This design comes from an exercise in tuning for small area and a short achievable clock period on the open sky130 flow, not from production work.
The RTL was checked by simulation tests, not by an equivalence proof against the original design.

===== flow/config.mk =====
export PLATFORM = sky130hd
export DESIGN_NAME = ce_dalu
export DESIGN_NICKNAME = ce_dalu
export VERILOG_FILES = /design/flow/design.v
export SDC_FILE = /design/flow/constraint.sdc
export NUM_CORES = 8
export LEC_CHECK = 0
export CAP_MARGIN = 20
export CORE_MARGIN = 2
export CORE_UTILIZATION = 55
export CTS_CLUSTER_DIAMETER = 50
export CTS_CLUSTER_SIZE = 10
export SLEW_MARGIN = 20

===== flow/design.v =====
module ce_dalu (
    input  wire        clk,
    input  wire        rst,          
    input  wire        ins_valid,    
    input  wire [31:0] ins,          
    input  wire [2:0]  rd_sel,       
    output wire [15:0] rd_data,
    output wire [39:0] acc,          
    output wire [4:0]  flags         
);
    localparam [5:0] OP_LDI  = 6'h07, OP_MOV  = 6'h08, OP_MTS  = 6'h09;
    localparam [5:0] OP_MPY  = 6'h10, OP_MAC  = 6'h11, OP_MSU  = 6'h12;
    localparam [5:0] OP_MPYI = 6'h13, OP_MACI = 6'h14, OP_CLRA = 6'h15;
    localparam [5:0] OP_LDA  = 6'h16, OP_ADDA = 6'h17, OP_SUBA = 6'h18;
    localparam [5:0] OP_RND  = 6'h19, OP_SHRA = 6'h1A, OP_SHLA = 6'h1B;
    localparam [5:0] OP_ADD  = 6'h20, OP_SUB  = 6'h21, OP_ADDI = 6'h22;
    localparam [5:0] OP_AND  = 6'h23, OP_OR   = 6'h24, OP_XOR  = 6'h25;
    localparam [5:0] OP_SHL  = 6'h26, OP_SHR  = 6'h27, OP_CMP  = 6'h28;
    localparam [5:0] OP_CMPI = 6'h29, OP_MIN  = 6'h2A, OP_MAX  = 6'h2B;
    localparam [5:0] OP_LIM  = 6'h2C, OP_NEG  = 6'h2D, OP_ABS  = 6'h2E;
    localparam F_N = 0, F_Z = 1, F_V = 2, F_C = 3, F_SAT = 4;
    reg [15:0] d [0:7];
    reg [39:0] acc_r;
    reg [4:0]  sr;
    assign rd_data = d[rd_sel];
    assign acc     = acc_r;
    assign flags   = sr;
    wire [5:0]  op   = ins[31:26];
    wire [2:0]  fd   = ins[25:23];
    wire [2:0]  fa   = ins[22:20];
    wire [2:0]  fb   = ins[19:17];
    wire        s_r  = ins[16];       
    wire        s_i  = ins[19];       
    wire [15:0] imm  = ins[15:0];
    wire [5:0]  sel  = ins[22:17];    
    wire [15:0] da = d[fa];
    wire [15:0] db = d[fb];
    wire [15:0] dd = d[fd];
    wire signed [41:0] acc_s   = {{2{acc_r[39]}}, acc_r};
    wire signed [31:0] prod    = $signed(da) * $signed(db);
    wire signed [41:0] p_frac  = {{9{prod[31]}}, prod, 1'b0};
    wire signed [41:0] p_int   = {{10{prod[31]}}, prod};
    wire signed [41:0] da_hi   = {{10{da[15]}}, da, 16'd0};
    wire signed [41:0] r_mpy   = p_frac;
    wire signed [41:0] r_mac   = acc_s + p_frac;
    wire signed [41:0] r_msu   = acc_s - p_frac;
    wire signed [41:0] r_mpyi  = p_int;
    wire signed [41:0] r_maci  = acc_s + p_int;
    wire signed [41:0] r_lda   = da_hi;
    wire signed [41:0] r_adda  = acc_s + da_hi;
    wire signed [41:0] r_suba  = acc_s - da_hi;
    wire signed [41:0] rnd_t   = acc_s + 42'sd32768;
    wire signed [25:0] rnd_v   = rnd_t[41:16];
    wire               rnd_hi  = rnd_v > 26'sd32767;
    wire               rnd_lo  = rnd_v < -26'sd32768;
    wire               rnd_sat = s_r && (rnd_hi || rnd_lo);
    wire [15:0]        rnd_out = (s_r && rnd_hi) ? 16'h7FFF :
                                 (s_r && rnd_lo) ? 16'h8000 : rnd_v[15:0];
    wire [5:0]  sh_acc  = (imm[5:0] > 6'd39) ? 6'd39 : imm[5:0];
    wire [39:0] r_shra  = $signed(acc_r) >>> sh_acc;
    wire [39:0] r_shla  = acc_r << sh_acc;
    wire [79:0] shla_w  = {40'd0, acc_r} << sh_acc;
    wire [39:0] shla_out = shla_w[79:40];
    wire [39:0] shla_ext = (40'hFF_FFFF_FFFF >> (6'd40 - {1'b0, sh_acc}));
    wire        shla_v  = (sh_acc != 6'd0) &&
                          (shla_out != (r_shla[39] ? shla_ext : 40'd0));
    wire signed [17:0] da_s = {{2{da[15]}}, da};
    wire signed [17:0] db_s = {{2{db[15]}}, db};
    wire signed [17:0] im_s = {{2{imm[15]}}, imm};
    wire signed [17:0] x_add  = da_s + db_s;
    wire signed [17:0] x_sub  = da_s - db_s;
    wire signed [17:0] x_addi = da_s + im_s;
    wire signed [17:0] x_cmpi = da_s - im_s;
    wire signed [17:0] x_neg  = -da_s;
    wire signed [17:0] x_abs  = da[15] ? -da_s : da_s;
    wire        c_add   = ({1'b0, da} + {1'b0, db})  > 17'h0FFFF;
    wire        c_addi  = ({1'b0, da} + {1'b0, imm}) > 17'h0FFFF;
    wire        c_sub   = da < db;
    wire        c_cmpi  = da < imm;
    wire signed [31:0] x_shl  = $signed({{16{da[15]}}, da}) <<< imm[3:0];
    wire        shl_ovf = (x_shl > 32'sd32767) || (x_shl < -32'sd32768);
    wire [15:0] r_shl   = (shl_ovf && s_i) ? (x_shl[31] ? 16'h8000 : 16'h7FFF) : x_shl[15:0];
    wire [15:0] shr_log = da >> imm[3:0];
    wire [15:0] shr_ari = $signed(da) >>> imm[3:0];
    wire [15:0] r_shr   = imm[4] ? shr_log : shr_ari;
    wire [15:0] r_min   = ($signed(da) < $signed(db)) ? da : db;
    wire [15:0] r_max   = ($signed(da) > $signed(db)) ? da : db;
    wire [15:0] lim_lo  = ($signed(dd) > $signed(da)) ? dd : da;
    wire [15:0] r_lim   = ($signed(da) > $signed(db)) ? db :
                          (($signed(lim_lo) < $signed(db)) ? lim_lo : db);
    function [16:0] sat16;       
        input signed [17:0] x;
        input               s;
        reg                 ovf;
        begin
            ovf = (x > 18'sd32767) || (x < -18'sd32768);
            if (ovf && s)
                sat16 = {1'b1, x[17] ? 16'h8000 : 16'h7FFF};
            else
                sat16 = {ovf, x[15:0]};
        end
    endfunction
    wire [16:0] q_add  = sat16(x_add,  s_r);
    wire [16:0] q_sub  = sat16(x_sub,  s_r);
    wire [16:0] q_addi = sat16(x_addi, s_i);
    wire [16:0] q_neg  = sat16(x_neg,  s_r);
    wire [16:0] q_abs  = sat16(x_abs,  s_r);
    reg        wr_d;
    reg [15:0] d_val;
    reg        wr_acc;
    reg [41:0] acc_x;        
    reg [4:0]  sr_next;
    task flags16;
        input [15:0] r;
        input        c;
        input        v_upd;
        input        v;
        input        sat;
        begin
            sr_next[F_N] = r[15];
            sr_next[F_Z] = (r == 16'd0);
            sr_next[F_C] = c;
            if (v_upd)
                sr_next[F_V] = v;
            if (sat)
                sr_next[F_SAT] = 1'b1;
        end
    endtask
    task flags40;
        input [41:0] x;
        begin
            sr_next[F_N] = x[39];
            sr_next[F_Z] = (x[39:0] == 40'd0);
            sr_next[F_C] = 1'b0;
            sr_next[F_V] = ($signed(x) > 42'sh7F_FFFF_FFFF) ||
                           ($signed(x) < -42'sh80_0000_0000);
        end
    endtask
    always @(*) begin
        wr_d    = 1'b0;
        d_val   = 16'd0;
        wr_acc  = 1'b0;
        acc_x   = acc_s;
        sr_next = sr;
        if (ins_valid) begin
            case (op)
                OP_LDI: begin wr_d = 1'b1; d_val = imm; end
                OP_MOV: begin wr_d = 1'b1; d_val = da; end
                OP_MTS: if (sel == 6'd24) sr_next = dd[4:0];
                OP_MPY:  begin wr_acc = 1'b1; acc_x = r_mpy;  flags40(r_mpy);  end
                OP_MAC:  begin wr_acc = 1'b1; acc_x = r_mac;  flags40(r_mac);  end
                OP_MSU:  begin wr_acc = 1'b1; acc_x = r_msu;  flags40(r_msu);  end
                OP_MPYI: begin wr_acc = 1'b1; acc_x = r_mpyi; flags40(r_mpyi); end
                OP_MACI: begin wr_acc = 1'b1; acc_x = r_maci; flags40(r_maci); end
                OP_CLRA: begin wr_acc = 1'b1; acc_x = 42'd0;  flags40(42'd0);  end
                OP_LDA:  begin wr_acc = 1'b1; acc_x = r_lda;  flags40(r_lda);  end
                OP_ADDA: begin wr_acc = 1'b1; acc_x = r_adda; flags40(r_adda); end
                OP_SUBA: begin wr_acc = 1'b1; acc_x = r_suba; flags40(r_suba); end
                OP_RND: begin
                    wr_d = 1'b1; d_val = rnd_out;
                    flags16(rnd_out, 1'b0, 1'b0, 1'b0, rnd_sat);
                end
                OP_SHRA: begin
                    wr_acc = 1'b1; acc_x = {2'b00, r_shra};
                    sr_next[F_N] = r_shra[39];
                    sr_next[F_Z] = (r_shra == 40'd0);
                    sr_next[F_C] = 1'b0;
                    sr_next[F_V] = 1'b0;
                end
                OP_SHLA: begin
                    wr_acc = 1'b1; acc_x = {2'b00, r_shla};
                    sr_next[F_N] = r_shla[39];
                    sr_next[F_Z] = (r_shla == 40'd0);
                    sr_next[F_C] = 1'b0;
                    sr_next[F_V] = shla_v;
                end
                OP_ADD: begin
                    wr_d = 1'b1; d_val = q_add[15:0];
                    flags16(q_add[15:0], c_add, 1'b1, q_add[16], q_add[16] && s_r);
                end
                OP_SUB: begin
                    wr_d = 1'b1; d_val = q_sub[15:0];
                    flags16(q_sub[15:0], c_sub, 1'b1, q_sub[16], q_sub[16] && s_r);
                end
                OP_ADDI: begin
                    wr_d = 1'b1; d_val = q_addi[15:0];
                    flags16(q_addi[15:0], c_addi, 1'b1, q_addi[16], q_addi[16] && s_i);
                end
                OP_AND: begin
                    wr_d = 1'b1; d_val = da & db;
                    flags16(da & db, 1'b0, 1'b1, 1'b0, 1'b0);
                end
                OP_OR: begin
                    wr_d = 1'b1; d_val = da | db;
                    flags16(da | db, 1'b0, 1'b1, 1'b0, 1'b0);
                end
                OP_XOR: begin
                    wr_d = 1'b1; d_val = da ^ db;
                    flags16(da ^ db, 1'b0, 1'b1, 1'b0, 1'b0);
                end
                OP_SHL: begin
                    wr_d = 1'b1; d_val = r_shl;
                    flags16(r_shl, 1'b0, 1'b1, shl_ovf, shl_ovf && s_i);
                end
                OP_SHR: begin
                    wr_d = 1'b1; d_val = r_shr;
                    flags16(r_shr, 1'b0, 1'b1, 1'b0, 1'b0);
                end
                OP_CMP:
                    flags16(x_sub[15:0], c_sub, 1'b1, q_sub[16], 1'b0);
                OP_CMPI:
                    flags16(x_cmpi[15:0], c_cmpi, 1'b1,
                            (x_cmpi > 18'sd32767) || (x_cmpi < -18'sd32768), 1'b0);
                OP_MIN: begin
                    wr_d = 1'b1; d_val = r_min;
                    flags16(r_min, 1'b0, 1'b0, 1'b0, 1'b0);
                end
                OP_MAX: begin
                    wr_d = 1'b1; d_val = r_max;
                    flags16(r_max, 1'b0, 1'b0, 1'b0, 1'b0);
                end
                OP_LIM: begin
                    wr_d = 1'b1; d_val = r_lim;
                    flags16(r_lim, 1'b0, 1'b0, 1'b0, 1'b0);
                end
                OP_NEG: begin
                    wr_d = 1'b1; d_val = q_neg[15:0];
                    flags16(q_neg[15:0], 1'b0, 1'b1, q_neg[16], q_neg[16] && s_r);
                end
                OP_ABS: begin
                    wr_d = 1'b1; d_val = q_abs[15:0];
                    flags16(q_abs[15:0], 1'b0, 1'b1, q_abs[16], q_abs[16] && s_r);
                end
                default: ;
            endcase
        end
    end
    integer i;
    always @(posedge clk) begin
        if (rst) begin
            for (i = 0; i < 8; i = i + 1)
                d[i] <= 16'd0;
            acc_r <= 40'd0;
            sr    <= 5'd0;
        end else begin
            if (wr_d)
                d[fd] <= d_val;
            if (wr_acc)
                acc_r <= acc_x[39:0];
            sr <= sr_next;
        end
    end
endmodule

===== flow/run.sh =====
#!/bin/bash
# synth_recipe.tcl (not shown) runs the flow's synth.tcl, then flattens the netlist and writes it again
# the make line also repeats each setting of config.mk as NAME=value (left out here)
make -C /OpenROAD-flow-scripts/flow DESIGN_CONFIG=/design/flow/config.mk WORK_HOME=/design/flow/orfs CLKGATE_MAP_FILE= SYNTH_SCRIPT=/design/flow/synth_recipe.tcl finish

===== flow/constraint.sdc =====
create_clock -name core_clock -period 20.0 [get_ports {clk}]
set_input_delay 4.0000 -clock core_clock [delete_from_list [all_inputs] [get_ports {clk}]]
set_output_delay 4.0000 -clock core_clock [all_outputs]
set_load 0.01 [all_outputs]

==> flow_metrics.env <==
export IMPL_clockBufferDepth=2
export IMPL_worst_slew_pin_slew_ns=1.36
export IMPL_final_max_slew_viol_count=0
export IMPL_regToRegStartpoint="d[4][7]"
export IMPL_vias_per_cell=7.61
export IMPL_fmax_ghz=0.0591
export IMPL_globalRouteTotalUtil_pct=54.2
export IMPL_outcome="no timing/DRC/antenna violations"
export IMPL_grt_overflow=0
export IMPL_synth_top_area_share_pct=10.5
export IMPL_grtUsageMet2_pct=74.9
export IMPL_min_delay_start="sr[3]"
export IMPL_reg2reg_to="acc_r[39]"
export IMPL_antenna_found_initial=18
export IMPL_multiInputGateArea_mm2=0.0429
export IMPL_syn_nets=7531
export IMPL_synth_most_common_cell="nor2_1"
export IMPL_area_growth_pct=5.45
export IMPL_yosys_area_top_type="fa_1"
export IMPL_nNetsFinal=7352
export IMPL_synthCells=6855
export IMPL_cp_buffers_inverters=9
export IMPL_path_common_cell="inv_1"
export IMPL_avgSynthCellArea_um2=7.52
export IMPL_yosysSeqAreaShare_pct=9.20
export IMPL_gp_congestion=1.15
export IMPL_dpl_hpwl_um=197000
export IMPL_drt_wirelength_per_cell_um=33.5
export IMPL_finalClockSkew_ns=0.0453
export IMPL_reg2reg_slack_ns=6.85
export IMPL_crit_family="compound AO/OA/AOI/OAI gates"
export IMPL_criticalPathCategory="in2reg"
export IMPL_clk_latency_ns=0.56
export IMPL_numCtsBuffers=17
export IMPL_critPathArrivalTime_ns=17.32
export IMPL_root_buffer="clkbuf_16"
export IMPL_end_kind="flop"
export IMPL_seqCellArea_mm2=0.00474
export IMPL_synth_cell_type_count=113
export IMPL_route_final_wire_length_um=267000
export IMPL_post_cts_resized=0
export IMPL_cts_max_level=4
export IMPL_dieWidth_um=310
export IMPL_final_setup_tns_ns=0
export IMPL_maxSlewHeadroom_pct=8.56
export IMPL_fillers=8864
export IMPL_cp_start_kind="primary input"
export IMPL_grt_max_degree=79
export IMPL_clkTransAtPathRegs_ns=0.13
export IMPL_post_cts_buffers=0
export IMPL_yosysWarnings=1
export IMPL_min_to="sr[3]"
export IMPL_slowest_delay_ns=0.92
export IMPL_ys_ff_latch=173
export IMPL_ys_top_cells_by_area="fa_1 (11%), ha_1 (8.9%), edfxtp_1 (7.5%)"
export IMPL_cp_slowest_cell="xor2_1"
export IMPL_row_count=112
export IMPL_grt_pass1_wl_um=384000
export IMPL_synth_edff_count=128
export IMPL_worstHoldPathType="reg2reg"
export IMPL_ios=99
export IMPL_dieArea_mm2=0.0962
export IMPL_whs_path_depth=3
export IMPL_hold_viol=0
export IMPL_holdBufCountCts=0
export IMPL_grt_pass1_vias=56300
export IMPL_vias=60600
export IMPL_met1_usage_pct=67.5
export IMPL_drc=0
export IMPL_maxCapViolations=0
export IMPL_setup_viol=0
export IMPL_synth_async_reset_ratio_pct=0
export IMPL_die_h_um=310
export IMPL_cts_tree="done"
export IMPL_grt_setup_unrepaired="false"
export IMPL_synth_cell_area_mm2=0.0516
export IMPL_busiest_layer="met2"
export IMPL_worst_path_max_fanout=33
export IMPL_ys_top_cells_by_count="nor2_1 (792), nand2_1 (665), inv_1 (529), a21oi_1 (494), o21ai_0 (430)"
export IMPL_grt_use_met3_pct=22.8
export IMPL_finalCriticalPeriod_ns=16.93
export IMPL_synth_main_ff_cell="edfxtp_1"
export IMPL_drt_iter0_drc=11300
export IMPL_fin_crit_sh_pct=84.6
export IMPL_core_mm2=0.0932
export IMPL_start_util_pct=55.3
export IMPL_postPlaceCellArea_mm2=0.0537
export IMPL_drt_pass1_iter_count=17
export IMPL_r2r_cells=39
export IMPL_layout_drive_gt1_share_pct=9.22
export IMPL_port_buffers=98
export IMPL_ant_nets=0
export IMPL_worstPathRequired_ns=20.39
export IMPL_fin_area_mm2=0.0544
export IMPL_cts_sinks=173
[per-layer routing]
layer	vias to the layer above	wire length, um
met1	28400	92400
met5	-	120
li1	24700	-
met3	1687	44800
met2	5786	103000
met4	20	25900
[stage by stage]
| stage | hold slack [ns] | std cells | setup WS [ns] | utilization (%) |
|---|---|---|---|---|
| 2_1_floorplan | 0.518 | 6855 | 4.59 | - |
| 4_1_cts | 0.557 | 7941 | 3.60 | 58.3 |
| 6_report | 0.556 | 7958 | 3.07 | 58.4 |
| 5_1_grt | 0.595 | 7943 | 2.63 | 58.3 |
| 3_5_place_dp | 0.533 | 7909 | 3.08 | 57.6 |
| 3_3_place_gp | 0.531 | 7908 | 3.43 | 57.6 |
[how the worst max path moves through the flow]
stage | from | endpoint | slack [ns] | cells past startpoint
after global placement | ins[21] | acc_r[39] | 3.43 | 42
after floorplan | ins[20] | acc_r[39] | 4.59 | 41
after CTS | ins[22] | acc_r[39] | 3.60 | 42
final | ins[18] | acc_r[39] | 3.07 | 41
after detailed placement | ins[22] | acc_r[39] | 3.08 | 42
after global routing | ins[22] | acc_r[39] | 2.63 | 42
[cell families (layout without fill, tap and decap cells)]
| kind of cell | Yosys count | after routing | synth area share, % |
|---|---|---|---|
| other | 0 | 15 | 0 |
| muxes | 408 | 408 | 12.1 |
| xor gates and xnor gates | 266 | 266 | 4.52 |
| AOI/OAI and AO/OA | 2044 | 2044 | 26.3 |
| DFF | 173 | 173 | 9.20 |
| buffers and inverters | 1056 | 890 | 8.05 |
| and+or+nand+nor | 2270 | 2270 | 20.4 |
| adders and majority gates | 638 | 638 | 19.4 |
[area by class of cell]
class | count | share of cell area [%]
timing repair buffer | 306 | 4.55
inverter | 552 | 3.81
clock buffer | 17 | 0.782
antenna | 15 | 0.0690
multi-input combinational | 5626 | 78.8
clock inverter | 15 | 0.338
sequential | 173 | 8.73
tap | 1254 | 2.89
[worst register-to-register path, delay by kind of cell, from the launching register on]
family / cells / cell delay [ns]
buffers and inverters: 7 / 1.10
xor gates and xnor gates: 2 / 1.14
DFF: 1 / 0.53
muxes: 1 / 0.49
AOI/OAI and AO/OA: 14 / 4.33
and+or+nand+nor: 6 / 1.40
adders and majority gates: 9 / 4.02
[flip-flops by register name (all words and copies together), names as in the netlist]
| register | flops |
|---|---|
| d | 128 |
| acc_r | 40 |
| sr | 5 |
[cells in the final DEF, fill, tap and decap left out, types with 35 or more instances in the layout]
cell type	netlist	final
nor2_1	792	787
nand2_1	665	663
inv_1	529	528
a21oi_1	494	492
o21ai_0	430	428
ha_1	367	367
fa_1	271	271
buf_4	9	212
xnor2_1	197	197
mux4_2	164	164
mux2i_1	168	154
o211ai_1	152	152
nor3_1	153	152
edfxtp_1	128	128
nand3_1	118	118
a221oi_1	107	107
a211oi_1	88	88
nand2b_1	84	84
o22ai_1	83	83
clkdlybuf4s50_1	0	82
a31oi_1	79	79
nand4_1	76	76
mux2_2	73	73
xor2_1	69	69
nor2b_1	66	65
a22oi_1	63	63
a21o_1	62	62
nor4_1	59	59
o221ai_1	56	55
and2_1	45	45
dfxtp_1	45	45
o21bai_1	42	42
or3_1	38	38
o21a_1	38	37
and3_1	36	36
o2111ai_1	35	35

-- re-timing with driven ports --
The flow's constraints put no driver on any port. The routed layout listed below was extracted and timed again, unchanged, in two steps. Step 1, drivers: a clkbuf_16 drives clk and a buf_2 each remaining input, both assumed. Step 2, shift: input delay + t, output delay - t, t = (earliest + latest rising clock arrival at the registers) / 2. This alone moves slack from input paths to output paths. Slacks: ideal ports / drivers / drivers and shift; pairs: ideal ports / drivers.
t (ns): 0.609
setup slack, ns: 3.071 / 3.117 / 2.509
hold WS [ns]: 0.556 / 0.556 / 0.556
clock arrival spread, ns: 0.045 / 0.045
pins driven straight from the clock port: 1
After both steps setup and hold are still met in this run. For this run, drivers alone change the setup slack by +0.046 ns; drivers and shift together by -0.562 ns.
